This design comes from an exercise in tuning for small area, a short achievable clock period and few clock cycles on the open sky130 flow, not from production work.
In this exercise RTL edits were held to simulation tests only and were not proved equivalent to the original.

## q9_quant
module q9_quant (
    input  wire         clk,
    input  wire         rst,
    input  wire         in_valid,
    output wire         in_ready,
    input  wire [511:0] in_x,
    output reg          out_valid,
    output reg  [7:0]   out_scale,
    output reg  [63:0]  out_codes,
    output reg          out_sat,
    output reg          out_qnf
);
    assign in_ready = 1'b1;
    integer i;
    reg [271:0] cx;
    always @(*) begin
        for (i = 0; i < 16; i = i + 1)
            cx[17*i +: 17] = {in_x[32*i+31 -: 16], in_x[32*i +: 16] == 16'd0};
    end
    reg          v1;
    reg  [271:0] r_x;
    always @(posedge clk) begin
        if (rst)
            v1 <= 1'b0;
        else
            v1 <= in_valid;
        r_x <= cx;
    end
    reg qnf;
    always @(*) begin
        qnf = 1'b0;
        for (i = 0; i < 16; i = i + 1)
            if (r_x[17*i+8 +: 8] == 8'hFF) qnf = 1'b1;
    end
    wire [7:0]  scale;
    wire [63:0] codes;
    wire        sat;
    q9_quant_block u_blk (
        .cx(r_x), .qnf(qnf), .scale(scale), .codes(codes), .sat(sat)
    );
    always @(posedge clk) begin
        if (rst)
            out_valid <= 1'b0;
        else
            out_valid <= v1;
        out_scale <= scale;
        out_codes <= codes;
        out_sat   <= sat;
        out_qnf   <= qnf;
    end
endmodule
==> flow/config.mk <==
export PLATFORM = sky130hd
export DESIGN_NAME = q9_quant
export DESIGN_NICKNAME = q9_quant
export VERILOG_FILES = /design/flow/design.v
export SDC_FILE = /design/flow/constraint.sdc
export NUM_CORES = 4
export LEC_CHECK = 0
export ABC_AREA = 1
export CAP_MARGIN = 20
export CORE_MARGIN = 2
export CORE_UTILIZATION = 40
export SLEW_MARGIN = 20
==> flow/constraint.sdc <==
create_clock -name core_clock -period 80.0 [get_ports {clk}]
set_input_delay 16.0000 -clock core_clock [delete_from_list [all_inputs] [get_ports {clk}]]
set_output_delay 16.0000 -clock core_clock [all_outputs]
set_load 0.01 [all_outputs]
standard.sh (not shown) runs the stock make flow with config.mk's settings and CLKGATE_MAP_FILE= SYNTH_SCRIPT=/design/flow/synth_recipe.tcl, a recipe that flattens the netlist after the stock synthesis.
==> flow/flow/run.sh <==
#!/bin/bash
# Layout flow: the standard synthesis, then its combinational logic re-mapped
# by ABC with a stronger script, twice (registers untouched), then the
# standard ORFS steps from the synthesis database on, with the port buffers
# made of buf_1 cells.
set -euo pipefail
R=orfs/results/$FLOW_PLATFORM/q9_quant/base
bash standard.sh synth > synth_std.log 2>&1
cp $R/1_2_yosys.v $R/1_2_yosys_std.v
bash flow/resynth.sh $R/1_2_yosys_std.v $R/1_2_yosys_rs1.v flow/resynth.abc > resynth.log 2>&1
bash flow/resynth.sh $R/1_2_yosys_rs1.v $R/1_2_yosys.v flow/resynth.abc > resynth2.log 2>&1
rm -f $R/1_synth.odb $R/1_synth.sdc
export BUFFER_PORTS_ARGS="-buffer_cell sky130_fd_sc_hd__buf_1"
bash standard.sh > layout.log 2>&1
Other scripts of this flow, unchanged in this note and not shown: flow/flow/resynth.abc, flow/flow/resynth.sh
The starting point completed without violations.
Testbench counts at the start, summed over its fixed seeds: cycles 16,016.
Next try:
==> flow/flow/run.sh (replaced) <==
#!/bin/bash
# Layout flow: the standard synthesis, then its combinational logic re-mapped
# by ABC with a stronger script (registers untouched), then the
# standard ORFS steps from the synthesis database on, with the port buffers
# made of buf_1 cells.
set -euo pipefail
R=orfs/results/$FLOW_PLATFORM/q9_quant/base
bash standard.sh synth > synth_std.log 2>&1
cp $R/1_2_yosys.v $R/1_2_yosys_std.v
bash flow/resynth.sh $R/1_2_yosys_std.v $R/1_2_yosys.v flow/resynth.abc > resynth.log 2>&1
rm -f $R/1_synth.odb $R/1_synth.sdc
export BUFFER_PORTS_ARGS="-buffer_cell sky130_fd_sc_hd__buf_1"
bash standard.sh > layout.log 2>&1
Settings changed: CTS_CLUSTER_SIZE set to 30.
Effect:
- The new run passed the timing, DRC and antenna checks
- non-clock buffer count goes up by 4
- cell count goes up slightly
- global-route usage goes down by 0.62 points
- critical path depth does not change
- design area goes up slightly
- setup slack is better by 0.16 ns
- first-iteration DRC count goes up by a quarter to a third
- fmax goes up slightly
- synthesized area goes up slightly

[separate check: timing with driven ports]
The results above use ideal ports. As a check the final layouts listed here were re-extracted and re-timed, cells and wires unchanged. Step 1: set_driving_cell puts a clkbuf_16 on clk and a buf_2 on each other input, an assumption about the parent block. Step 2 adds t to the input delays and takes it off the output delays; t is the mean of the earliest and latest rising clock arrival at the registers after step 1. Input paths then give back, and output paths get back, about the clock's delay inside the block. a / b / c = no drivers / after step 1 / after step 2; a / b = the first two.
run | t (ns) | setup WS [ns] | worst register clock-pin slew, ns
the first run | 0.652 | 62.780 / 62.715 / 62.765 | 0.08 / 0.08
the second run | 0.623 | 62.942 / 62.874 / 63.044 | 0.06 / 0.06
After both steps every run listed still meets setup and hold. For the first run, which loses most, drivers alone change the setup slack by -0.065 ns; drivers and shift together by -0.015 ns.
